Background: an optimization exercise with open tools, aiming at a short achievable clock period and few clock cycles. Do not read the settings as production practice. In this exercise RTL edits were held to simulation tests only and were not proved equivalent to the original.

--- flow/design.v ---
module cue_core (
    input  wire        clk,
    input  wire        rst,           
    input  wire        start,         
    input  wire [13:0] entry,         
    input  wire [13:0] vbase,         
    input  wire [1:0]  level,         
    output wire        halted,
    output reg  [3:0]  stop,          
    output reg  [13:0] pc,            
    output reg  [31:0] retired,       
    output wire        imem_en,
    output wire [13:0] imem_addr,
    input  wire [39:0] imem_rdata,
    output wire        dmem_en,
    output wire        dmem_we,
    output wire [12:0] dmem_addr,
    output wire [39:0] dmem_wdata,
    input  wire [39:0] dmem_rdata
);
    localparam [1:0] S_HALT  = 2'd0;
    localparam [1:0] S_FETCH = 2'd1;
    localparam [1:0] S_EXEC  = 2'd2;
    localparam [1:0] S_LOAD  = 2'd3;
    localparam [3:0] STOP_RESET  = 4'd0;
    localparam [3:0] STOP_DONE   = 4'd1;
    localparam [3:0] STOP_DOUBLE = 4'd4;
    localparam [2:0] V_ILLEGAL = 3'd0;
    localparam [2:0] V_RANGE   = 3'd1;
    localparam [2:0] V_BREAK   = 3'd6;
    localparam [5:0] OP_NOP   = 6'h01, OP_HALT  = 6'h02, OP_TRAP  = 6'h03,
                     OP_ADD   = 6'h04, OP_SUB   = 6'h05, OP_AND   = 6'h06,
                     OP_OR    = 6'h07, OP_XOR   = 6'h08, OP_SHL   = 6'h09,
                     OP_SHR   = 6'h0A, OP_SAR   = 6'h0B, OP_MUL   = 6'h0C,
                     OP_MULHU = 6'h0D, OP_SEL   = 6'h0E,
                     OP_ADDI  = 6'h10, OP_ANDI  = 6'h11, OP_ORI   = 6'h12,
                     OP_XORI  = 6'h13, OP_SHLI  = 6'h14, OP_SHRI  = 6'h15,
                     OP_SARI  = 6'h16, OP_LI    = 6'h17, OP_LUI   = 6'h18,
                     OP_SUBI  = 6'h19, OP_BFX   = 6'h1A, OP_BFI   = 6'h1B,
                     OP_BCC   = 6'h20, OP_CALL  = 6'h21, OP_JALR  = 6'h22,
                     OP_LD    = 6'h24, OP_ST    = 6'h25,
                     OP_RDS   = 6'h30, OP_WRS   = 6'h31, OP_RETT  = 6'h32;
    reg  [1:0]  state;
    reg  [39:0] rf [1:31];            
    reg  [4:0]  flags;                
    reg         ie;
    reg  [13:0] epc;
    reg  [2:0]  ecause;
    reg  [31:0] edata;
    reg  [4:0]  eflags;
    reg  [4:0]  ld_rd;                
    wire fz = flags[0];
    wire fn = flags[1];
    wire fc = flags[2];
    wire fv = flags[3];
    wire fl = flags[4];
    assign halted = (state == S_HALT);
    wire [39:0] ir     = imem_rdata;
    wire [5:0]  op     = ir[39:34];
    wire [4:0]  rd     = ir[33:29];
    wire [4:0]  rs1    = ir[28:24];
    wire [4:0]  rs2    = ir[23:19];
    wire [18:0] imm19  = ir[18:0];
    wire [28:0] imm29  = ir[28:0];
    wire [39:0] simm   = {{21{imm19[18]}}, imm19};
    wire [39:0] zimm   = {21'd0, imm19};
    wire [39:0] a      = (rs1 == 5'd0) ? 40'd0 : rf[rs1];
    wire [39:0] b_reg  = (rs2 == 5'd0) ? 40'd0 : rf[rs2];
    wire [39:0] d_old  = (rd  == 5'd0) ? 40'd0 : rf[rd];
    wire [14:0] pc_next = {1'b0, pc} + 15'd1;
    wire        pc_ovf  = pc_next[14];
    wire [39:0] pc1_40  = {25'd0, pc_next};
    wire zr_r  = (ir[18:0] == 19'd0);
    wire zr_i  = (rs2 == 5'd0);
    wire zr_s  = (rd == 5'd0);
    wire zr_b  = (rs1 == 5'd0) && (rs2 == 5'd0);
    reg        known;       
    reg        form_ok;
    reg [1:0]  op_level;
    always @* begin
        known    = 1'b1;
        form_ok  = 1'b1;
        op_level = 2'd0;
        case (op)
            OP_NOP, OP_HALT, OP_ADD, OP_SUB, OP_AND, OP_OR, OP_XOR,
            OP_SHL, OP_SHR, OP_SAR:          form_ok = zr_r;
            OP_MUL, OP_MULHU:                begin form_ok = zr_r; op_level = 2'd1; end
            OP_SEL:                          begin form_ok = zr_r; op_level = 2'd2; end
            OP_TRAP:                         form_ok = zr_i && rd == 5'd0 && rs1 == 5'd0;
            OP_ADDI, OP_ANDI, OP_ORI, OP_XORI, OP_SUBI,
            OP_JALR, OP_LD:                  form_ok = zr_i;
            OP_SHLI, OP_SHRI, OP_SARI:       form_ok = zr_i && imm19[18:6] == 13'd0;
            OP_BFX, OP_BFI:                  begin form_ok = zr_i; op_level = 2'd2; end
            OP_LI, OP_LUI:                   form_ok = 1'b1;
            OP_ST:                           form_ok = zr_s;
            OP_BCC:                          form_ok = zr_b && rd < 5'd15;
            OP_CALL:                         form_ok = zr_b && rd == 5'd0;
            OP_RDS:                          form_ok = zr_i && rs1 == 5'd0 && imm19 <= 19'd12;
            OP_WRS:                          form_ok = zr_i && rd == 5'd0 &&
                                                       (imm19 <= 19'd4 || imm19 == 19'd12);
            OP_RETT:                         form_ok = (ir[33:0] == 34'd0);
            default:                         known = 1'b0;
        endcase
    end
    wire [5:0] bf_lsb = imm19[5:0];
    wire [5:0] bf_w   = imm19[11:6];
    wire [6:0] bf_end = {1'b0, bf_lsb} + {1'b0, bf_w};
    wire       bf_ok  = (bf_w != 6'd0) && (bf_w <= 6'd40) && (bf_end <= 7'd40);
    wire       is_bf  = (op == OP_BFX) || (op == OP_BFI);
    wire illegal = !known || !form_ok || (op_level > level) || (is_bf && !bf_ok);
    wire is_imm_alu = op[4];                           
    wire [39:0] b   = is_imm_alu ? ((op == OP_ADDI || op == OP_SUBI) ? simm : zimm) : b_reg;
    wire [40:0] add_full = {1'b0, a} + {1'b0, b};
    wire [40:0] sub_full = {1'b0, a} - {1'b0, b};
    wire [39:0] add_r    = add_full[39:0];
    wire [39:0] sub_r    = sub_full[39:0];
    wire        add_c    = add_full[40];
    wire        sub_c    = ~sub_full[40];          
    wire        add_v    = (~(a[39] ^ b[39])) & (a[39] ^ add_r[39]);
    wire        sub_v    = (a[39] ^ b[39]) & (a[39] ^ sub_r[39]);
    wire [5:0]  sh_k   = b[5:0];
    wire [40:0] shl_x  = {1'b0, a} << sh_k;
    wire [40:0] shr_x  = {a, 1'b0} >> sh_k;
    wire [40:0] sar_x  = $signed({a, 1'b0}) >>> sh_k;
    wire [79:0] prod   = a * b;
    wire [39:0] bf_mask  = (40'd1 << bf_w) - 40'd1;
    wire [39:0] bfx_r    = (a >> bf_lsb) & bf_mask;
    wire [39:0] bfi_r    = (d_old & ~(bf_mask << bf_lsb)) | ((a & bf_mask) << bf_lsb);
    reg [39:0] sreg_val;
    always @* begin
        case (imm19[3:0])
            4'd0:    sreg_val = {26'd0, epc};
            4'd1:    sreg_val = {37'd0, ecause};
            4'd2:    sreg_val = {8'd0, edata};
            4'd3:    sreg_val = {35'd0, eflags};
            4'd4:    sreg_val = {35'd0, flags};
            4'd12:   sreg_val = {39'd0, ie};
            default: sreg_val = 40'd0;
        endcase
    end
    reg cond_true;
    always @* begin
        case (rd[3:0])
            4'd0:    cond_true = 1'b1;
            4'd1:    cond_true = fz;
            4'd2:    cond_true = !fz;
            4'd3:    cond_true = fn != fv;
            4'd4:    cond_true = fn == fv;
            4'd5:    cond_true = !fz && (fn == fv);
            4'd6:    cond_true = fz || (fn != fv);
            4'd7:    cond_true = !fc;
            4'd8:    cond_true = fc;
            4'd9:    cond_true = fn;
            4'd10:   cond_true = !fn;
            4'd11:   cond_true = fv;
            4'd12:   cond_true = !fv;
            4'd13:   cond_true = fl;
            4'd14:   cond_true = !fl;
            default: cond_true = 1'b0;
        endcase
    end
    wire [39:0] br_target = pc1_40 + simm;
    wire        br_range  = (br_target[39:14] != 26'd0);
    wire [39:0] eff       = a + simm;
    wire        jalr_range = (eff[39:14] != 26'd0);
    wire        dm_range   = (eff[39:13] != 27'd0);
    reg        wr_en;        
    reg [4:0]  wr_addr;
    reg [39:0] wr_val;
    reg [4:0]  nflags;
    reg [13:0] npc;
    reg        trap;
    reg [2:0]  trap_v;
    reg [31:0] trap_d;
    reg        do_halt;
    reg        do_load;
    reg        do_store;
    reg        do_wrs;
    reg        do_rett;
    always @* begin
        wr_en    = 1'b0;
        wr_addr  = rd;
        wr_val   = 40'd0;
        nflags   = flags;
        npc      = pc_next[13:0];
        trap     = 1'b0;
        trap_v   = V_ILLEGAL;
        trap_d   = ir[31:0];
        do_halt  = 1'b0;
        do_load  = 1'b0;
        do_store = 1'b0;
        do_wrs   = 1'b0;
        do_rett  = 1'b0;
        if (illegal) begin
            trap   = 1'b1;
            trap_v = V_ILLEGAL;
            trap_d = ir[31:0];
        end else begin
            case (op)
                OP_TRAP: begin
                    trap   = 1'b1;
                    trap_v = V_BREAK;
                    trap_d = {13'd0, imm19};
                end
                OP_BCC: begin
                    if (cond_true) begin
                        if (br_range) begin
                            trap = 1'b1; trap_v = V_RANGE; trap_d = br_target[31:0];
                        end else
                            npc = br_target[13:0];
                    end else if (pc_ovf) begin
                        trap = 1'b1; trap_v = V_RANGE; trap_d = {17'd0, pc_next};
                    end
                end
                OP_CALL: begin
                    if (br_range) begin
                        trap = 1'b1; trap_v = V_RANGE; trap_d = br_target[31:0];
                    end else begin
                        npc     = br_target[13:0];
                        wr_en   = 1'b1;
                        wr_addr = 5'd31;
                        wr_val  = pc1_40;
                    end
                end
                OP_JALR: begin
                    if (jalr_range) begin
                        trap = 1'b1; trap_v = V_RANGE; trap_d = eff[31:0];
                    end else begin
                        npc    = eff[13:0];
                        wr_en  = 1'b1;
                        wr_val = pc1_40;
                    end
                end
                OP_RETT: begin
                    npc     = epc;
                    nflags  = eflags;
                    do_rett = 1'b1;
                end
                default: begin
                    if ((op == OP_LD || op == OP_ST) && dm_range) begin
                        trap = 1'b1; trap_v = V_RANGE; trap_d = eff[31:0];
                    end else if (pc_ovf) begin
                        trap = 1'b1; trap_v = V_RANGE; trap_d = {17'd0, pc_next};
                    end else begin
                        case (op)
                            OP_HALT: do_halt = 1'b1;
                            OP_ADD, OP_ADDI: begin
                                wr_en = 1'b1; wr_val = add_r;
                                nflags[3:0] = {add_v, add_c, add_r[39], add_r == 40'd0};
                            end
                            OP_SUB, OP_SUBI: begin
                                wr_en = 1'b1; wr_val = sub_r;
                                nflags[3:0] = {sub_v, sub_c, sub_r[39], sub_r == 40'd0};
                            end
                            OP_AND, OP_ANDI, OP_OR, OP_ORI, OP_XOR, OP_XORI,
                            OP_MUL, OP_MULHU, OP_BFX, OP_BFI: begin
                                wr_en = 1'b1;
                                case (op)
                                    OP_AND, OP_ANDI: wr_val = a & b;
                                    OP_OR,  OP_ORI:  wr_val = a | b;
                                    OP_XOR, OP_XORI: wr_val = a ^ b;
                                    OP_MUL:          wr_val = prod[39:0];
                                    OP_MULHU:        wr_val = prod[79:40];
                                    OP_BFX:          wr_val = bfx_r;
                                    default:         wr_val = bfi_r;
                                endcase
                                nflags[1:0] = {wr_val[39], wr_val == 40'd0};
                            end
                            OP_SHL, OP_SHLI, OP_SHR, OP_SHRI, OP_SAR, OP_SARI: begin
                                wr_en = 1'b1;
                                if (sh_k == 6'd0) begin
                                    wr_val = a;
                                end else begin
                                    case (op)
                                        OP_SHL, OP_SHLI: begin
                                            wr_val = shl_x[39:0]; nflags[2] = shl_x[40];
                                        end
                                        OP_SHR, OP_SHRI: begin
                                            wr_val = shr_x[40:1]; nflags[2] = shr_x[0];
                                        end
                                        default: begin
                                            wr_val = sar_x[40:1]; nflags[2] = sar_x[0];
                                        end
                                    endcase
                                end
                                nflags[1:0] = {wr_val[39], wr_val == 40'd0};
                            end
                            OP_SEL: begin
                                wr_en = 1'b1; wr_val = fz ? a : b;
                            end
                            OP_LI: begin
                                wr_en = 1'b1; wr_val = {{11{imm29[28]}}, imm29};
                            end
                            OP_LUI: begin
                                wr_en = 1'b1; wr_val = {imm29, 11'd0};
                            end
                            OP_LD:  do_load  = 1'b1;
                            OP_ST:  do_store = 1'b1;
                            OP_RDS: begin
                                wr_en = 1'b1; wr_val = sreg_val;
                            end
                            OP_WRS: begin
                                do_wrs = 1'b1;
                                if (imm19[3:0] == 4'd4) nflags = a[4:0];
                            end
                            default: ;    
                        endcase
                    end
                end
            endcase
        end
    end
    wire exec = (state == S_EXEC);
    assign imem_en    = (state == S_FETCH);
    assign imem_addr  = pc;
    assign dmem_en    = exec && (do_load || do_store);
    assign dmem_we    = exec && do_store;
    assign dmem_addr  = eff[12:0];
    assign dmem_wdata = b_reg;
    always @(posedge clk) begin
        if (exec && !trap && wr_en && wr_addr != 5'd0)
            rf[wr_addr] <= wr_val;
        if (state == S_LOAD && ld_rd != 5'd0)
            rf[ld_rd] <= dmem_rdata;
    end
    always @(posedge clk) begin
        if (rst) begin
            state   <= S_HALT;
            stop    <= STOP_RESET;
            pc      <= 14'd0;
            retired <= 32'd0;
            flags   <= 5'd0;
            ie      <= 1'b0;
            epc     <= 14'd0;
            ecause  <= 3'd0;
            edata   <= 32'd0;
            eflags  <= 5'd0;
            ld_rd   <= 5'd0;
        end else begin
            case (state)
                S_HALT: begin
                    if (start) begin
                        pc    <= entry;
                        flags <= 5'd0;
                        ie    <= 1'b1;
                        state <= S_FETCH;
                    end
                end
                S_FETCH: state <= S_EXEC;
                S_EXEC: begin
                    if (trap) begin
                        if (!ie) begin
                            stop  <= STOP_DOUBLE;
                            state <= S_HALT;
                        end else begin
                            epc    <= pc;
                            ecause <= trap_v;
                            edata  <= trap_d;
                            eflags <= flags;
                            ie     <= 1'b0;
                            pc     <= vbase + {11'd0, trap_v};
                            state  <= S_FETCH;
                        end
                    end else begin
                        retired <= retired + 32'd1;
                        flags   <= nflags;
                        pc      <= npc;
                        if (do_rett)
                            ie <= 1'b1;
                        if (do_wrs) begin
                            case (imm19[3:0])
                                4'd0:    epc    <= a[13:0];
                                4'd1:    ecause <= a[2:0];
                                4'd2:    edata  <= a[31:0];
                                4'd3:    eflags <= a[4:0];
                                4'd12:   ie     <= a[0];
                                default: ;
                            endcase
                        end
                        if (do_halt) begin
                            stop  <= STOP_DONE;
                            state <= S_HALT;
                        end else if (do_load) begin
                            ld_rd <= rd;
                            state <= S_LOAD;
                        end else
                            state <= S_FETCH;
                    end
                end
                default: state <= S_FETCH;    
            endcase
        end
    end
endmodule
--- flow/run.sh ---
#!/bin/bash
# synth_recipe.tcl (not shown) runs the flow's synth.tcl, then flattens the netlist and writes it again
# the make line also repeats each setting of config.mk as NAME=value (left out here)
make -C /OpenROAD-flow-scripts/flow DESIGN_CONFIG=/design/flow/config.mk WORK_HOME=/design/flow/orfs CLKGATE_MAP_FILE= SYNTH_SCRIPT=/design/flow/synth_recipe.tcl finish
--- flow/config.mk ---
export PLATFORM = sky130hd
export DESIGN_NAME = cue_core
export DESIGN_NICKNAME = cue_core
export VERILOG_FILES = /design/flow/design.v
export SDC_FILE = /design/flow/constraint.sdc
export NUM_CORES = 8
export LEC_CHECK = 0
export CAP_MARGIN = 30
export CORE_MARGIN = 2
export CORE_UTILIZATION = 40
export SLEW_MARGIN = 30
--- flow/constraint.sdc ---
create_clock -name core_clock -period 20.0 [get_ports {clk}]
set_input_delay 4.0000 -clock core_clock [delete_from_list [all_inputs] [get_ports {clk}]]
set_output_delay 4.0000 -clock core_clock [all_outputs]
set_load 0.01 [all_outputs]
==> summary.txt <==
Setup violations remaining at the end of the flow were counted as 0. For the total number of vias, the log shows 145000. The logs give 0 ns for the total negative slack for setup checks and 0.257 for the sequential-to-total area share from yosys stat. Clock skew on the completed layout was measured at 0.0753 ns. Clock-pin slew was measured on the worst setup and hold paths at 0.06 ns. Wire length of the first global-routing pass: 1200 mm. At the pin with the least slew margin, the transition time is 1.26 ns.

From bottom edge to top edge, the die measures 624 um. Buffers added to address setup during post-CTS repair amount to 0.

The gate count after technology mapping is 15400, and the worst slack at placement is 1.59 ns. TritonCTS built the clock tree. The H-tree was split into 4 levels. Counting flops with a built-in enable in the synthesized netlist gives 1240. The total global-route track usage is 0.449. The tools report the number of slew-limit violations in the final report as 0. The run finished with no timing, DRC or antenna violations. The tools report the final hold violation count as 0.

The number of buffers inserted by port buffering works out to 231. Kind of critical path: primary input to register. The number of antenna violations at the first check in global routing is 108, and the effective utilization at floorplan is 0.402. The via count of the first global-routing pass came out at 139000. The tools report the overall routed net length as 895 mm.

For the maximum count of clock buffers along a single path, the log shows 4. The half-perimeter wire length after placement is 663 mm. For this design, the CTS-stage hold fixing added 0 buffers. The region available for standard cell placement spans 383000 um2.

Global routing finished with a remaining overflow of 0. The buffer cell driving the clock tree root is sky130_fd_sc_hd__clkbuf_16. The library cells used most frequently in the layout, excluding fill and tap cells, are sky130_fd_sc_hd__nand2_1 (1774), sky130_fd_sc_hd__inv_1 (1695), sky130_fd_sc_hd__fa_1 (1449), sky130_fd_sc_hd__edfxtp_1 (1240), sky130_fd_sc_hd__nor2_1 (1202). Proportion of synthesized flip-flops having asynchronous set or reset: 0. Type of the worst min-delay path: register to register.

In the routed design, unresolved DRC markers number 0. Most frequent standard cell in the layout excluding fill and tap cells: sky130_fd_sc_hd__nand2_1. In this run the worst path has a maximum fanout of 56. After floorplanning, the core was divided into 227 placement rows.

The run gives 20.53 ns as the required arrival time at the worst endpoint. The most frequent cell on the critical path was sky130_fd_sc_hd__fa_1. After synthesis, the mean cell area works out to 10.0 um2. The logs give 0 for the count of maximum capacitance violations and 1.55 ns for the setup slack after layout.

The post-synthesis register bit count came out at 1355. The launching element of the worst setup path was imem_rdata[21]. Setup repair after global routing left no endpoint under its margin.

The area added between synthesis and finish is 9.98%, and the fraction of final layout cells with drive strength greater than 1 is 0.146. In the routed layout, each cell is associated on average with a via count of 7.09. The worst setup path is launched from a primary input.

The final net count was 17300. The average wire per standard cell was 43.8 um; the data arrival time of the worst path was 18.99 ns. The area of the mapped netlist is 154000 um2. The final clock period utilization by the worst path is 0.923.

The remaining antenna violation count is 0. The die covers 389000 um2. The final critical-path required period was 18.45 ns.

For the worst-skew pair, the clock arrives at the later sink with an insertion delay of 0.88 ns. The tools report the violation count after the first detailed-route iteration as 24000. The number of warnings reported in the yosys synthesis log is 1. The run gives 1.16 as the global placement routability congestion.

The critical path's largest stage delay was 1.02 ns. In the synthesized netlist the dominant register cell turns out to be sky130_fd_sc_hd__edfxtp_1. Hold path startpoint: edata[13]. The logs give 54.2 MHz for the upper clock frequency limit and 9 for the first-pass iteration count of the detailed router. The number of top-level pins is 234. The tools report the launch instance of the worst register-to-register path as rf[21][17]. The tools report the total CTS buffers as 140.

For the number of filler cells placed in the layout, the log shows 36600. The total number of clock tree sinks was 1355; the worst relative slew slack was 0.153. In this run the horizontal extent of the chip is 624 um. The run gives 113 as the number of distinct library cells after synthesis. For this design, the slowest cell found on the critical path is sky130_fd_sc_hd__or3_2. Entering global routing, the biggest net connects 102 pins.

In this run, post-CTS repair resized a total of 0 instances. STA classifies the critical path endpoint as a register.
==> critical path, delay by kind of cell <==
kind            cells  cell delay, ns
simple gates        8            3.46
compound gates     12            3.98
buf+inv             7            1.85
xor+xnor            1            0.16
fa+ha+maj           9            4.45
mux                 1            0.79
==> cell type report <==
class	count	area, um2	area share
flip-flops and latches	1355	39500	0.234
repair buffers	959	8180	0.0484
inverters	1747	6560	0.0388
well taps	5038	6300	0.0373
multi-input cells	11000	104000	0.615
clock buffers	171	3700	0.0219
clock inverters	66	624	0.00369
diodes	74	185	0.00109
==> path summary, 6_finish.rpt <==
kind                     end  slack [ns]  cells after the start
hold / removal     edata[13]        0.45                      1
hold reg to reg    edata[13]        0.45                      1
setup reg to reg  rf[14][36]        5.59                     38
setup / recovery  rf[14][36]        1.55                     38
==> per-stage QoR <==
| stage | hold WS [ns] | cell area, um2 | utilization | cells |
|---|---|---|---|---|
| finish | 0.455 | 169000 | 0.442 | 20400 |
| global route | 0.469 | 169000 | 0.442 | 20400 |
| CTS | 0.454 | 169000 | 0.441 | 20400 |
| detailed placement | 0.441 | 164000 | 0.429 | 20100 |
| global placement | 0.433 | 164000 | 0.429 | 20100 |
| floorplan | 0.420 | 154000 | - | 15400 |
==> metal layers <==
layer | share of wire | GRT usage | wire (um) | vias to the layer above
met5 | 0.00099 | 0.00642 | 885 | -
met2 | 0.40 | 0.625 | 360000 | 13000
li1 | - | - | - | 54700
met4 | 0.12 | 0.417 | 104000 | 80
met3 | 0.15 | 0.188 | 134000 | 4079
met1 | 0.33 | 0.521 | 297000 | 73100
==> logic make-up after synthesis <==
group,Yosys count,synth area share
AND/OR/NAND/NOR,4091,0.115
AO/OA/AOI/OAI,3193,0.139
other,1,0.0000244
adder cells (fa/ha/maj),1967,0.231
buffers and inverters,2982,0.0770
XOR/XNOR,221,0.0126
multiplexers,1561,0.168
flip-flops,1355,0.257
==> cells in the mapped netlist (135+ instances only) <==
master / count / area share
sky130_fd_sc_hd__mux2i_1: 648 / 0.042
sky130_fd_sc_hd__mux4_2: 811 / 0.12
sky130_fd_sc_hd__nand3_1: 243 / 0.0079
sky130_fd_sc_hd__a21oi_1: 704 / 0.023
sky130_fd_sc_hd__a221oi_1: 158 / 0.0090
sky130_fd_sc_hd__clkbuf_1: 826 / 0.020
sky130_fd_sc_hd__buf_1: 187 / 0.0046
sky130_fd_sc_hd__nor3_1: 218 / 0.0071
sky130_fd_sc_hd__nor2_1: 1257 / 0.031
sky130_fd_sc_hd__o22ai_1: 148 / 0.0060
sky130_fd_sc_hd__a22oi_1: 175 / 0.0085
sky130_fd_sc_hd__o211ai_1: 135 / 0.0066
sky130_fd_sc_hd__a21o_1: 146 / 0.0071
sky130_fd_sc_hd__ha_1: 518 / 0.042
sky130_fd_sc_hd__a211oi_1: 158 / 0.0077
sky130_fd_sc_hd__edfxtp_1: 1240 / 0.24
sky130_fd_sc_hd__inv_1: 1710 / 0.042
sky130_fd_sc_hd__nand2_1: 1779 / 0.043
sky130_fd_sc_hd__fa_1: 1449 / 0.19
sky130_fd_sc_hd__o21ai_0: 663 / 0.022
sky130_fd_sc_hd__xnor2_1: 150 / 0.0085
==> sequential cells by signal (all words and copies together), names as in the netlist <==
name	count
rf	1240
edata	32
retired	32
epc	14
pc	14
eflags	5
flags	5
ld_rd	5
ecause	3
state	2
stop	2
ie	1
Testbench counts, summed over its fixed seeds: cycles 99,739.

-- static timing again, ports no longer ideal --
How much do the figures lean on ideal ports? The routed layout below was timed once more, with nothing changed but the port constraints.
Step 1 sets driving cells, clkbuf_16 on the clock port and buf_2 on the other inputs (assumed; they add their load-dependent delay and slew).
Step 2 adds t to the input delays and takes it off the output delays; t is the mean of the earliest and latest rising clock arrival at the registers after step 1. Input paths then give back, and output paths get back, about the clock's delay inside the block.
Three values: no drivers, after step 1, after step 2; two values: the first two.
t (ns): 0.923
slack for setup (ns): 1.545 / 1.604 / 0.680
worst setup path at the end: input to register
worst register clock-pin slew, ns: 0.07 / 0.07
After both steps this run still meets setup and hold. For this run, drivers alone change the setup slack by +0.059 ns; drivers and shift together by -0.865 ns.
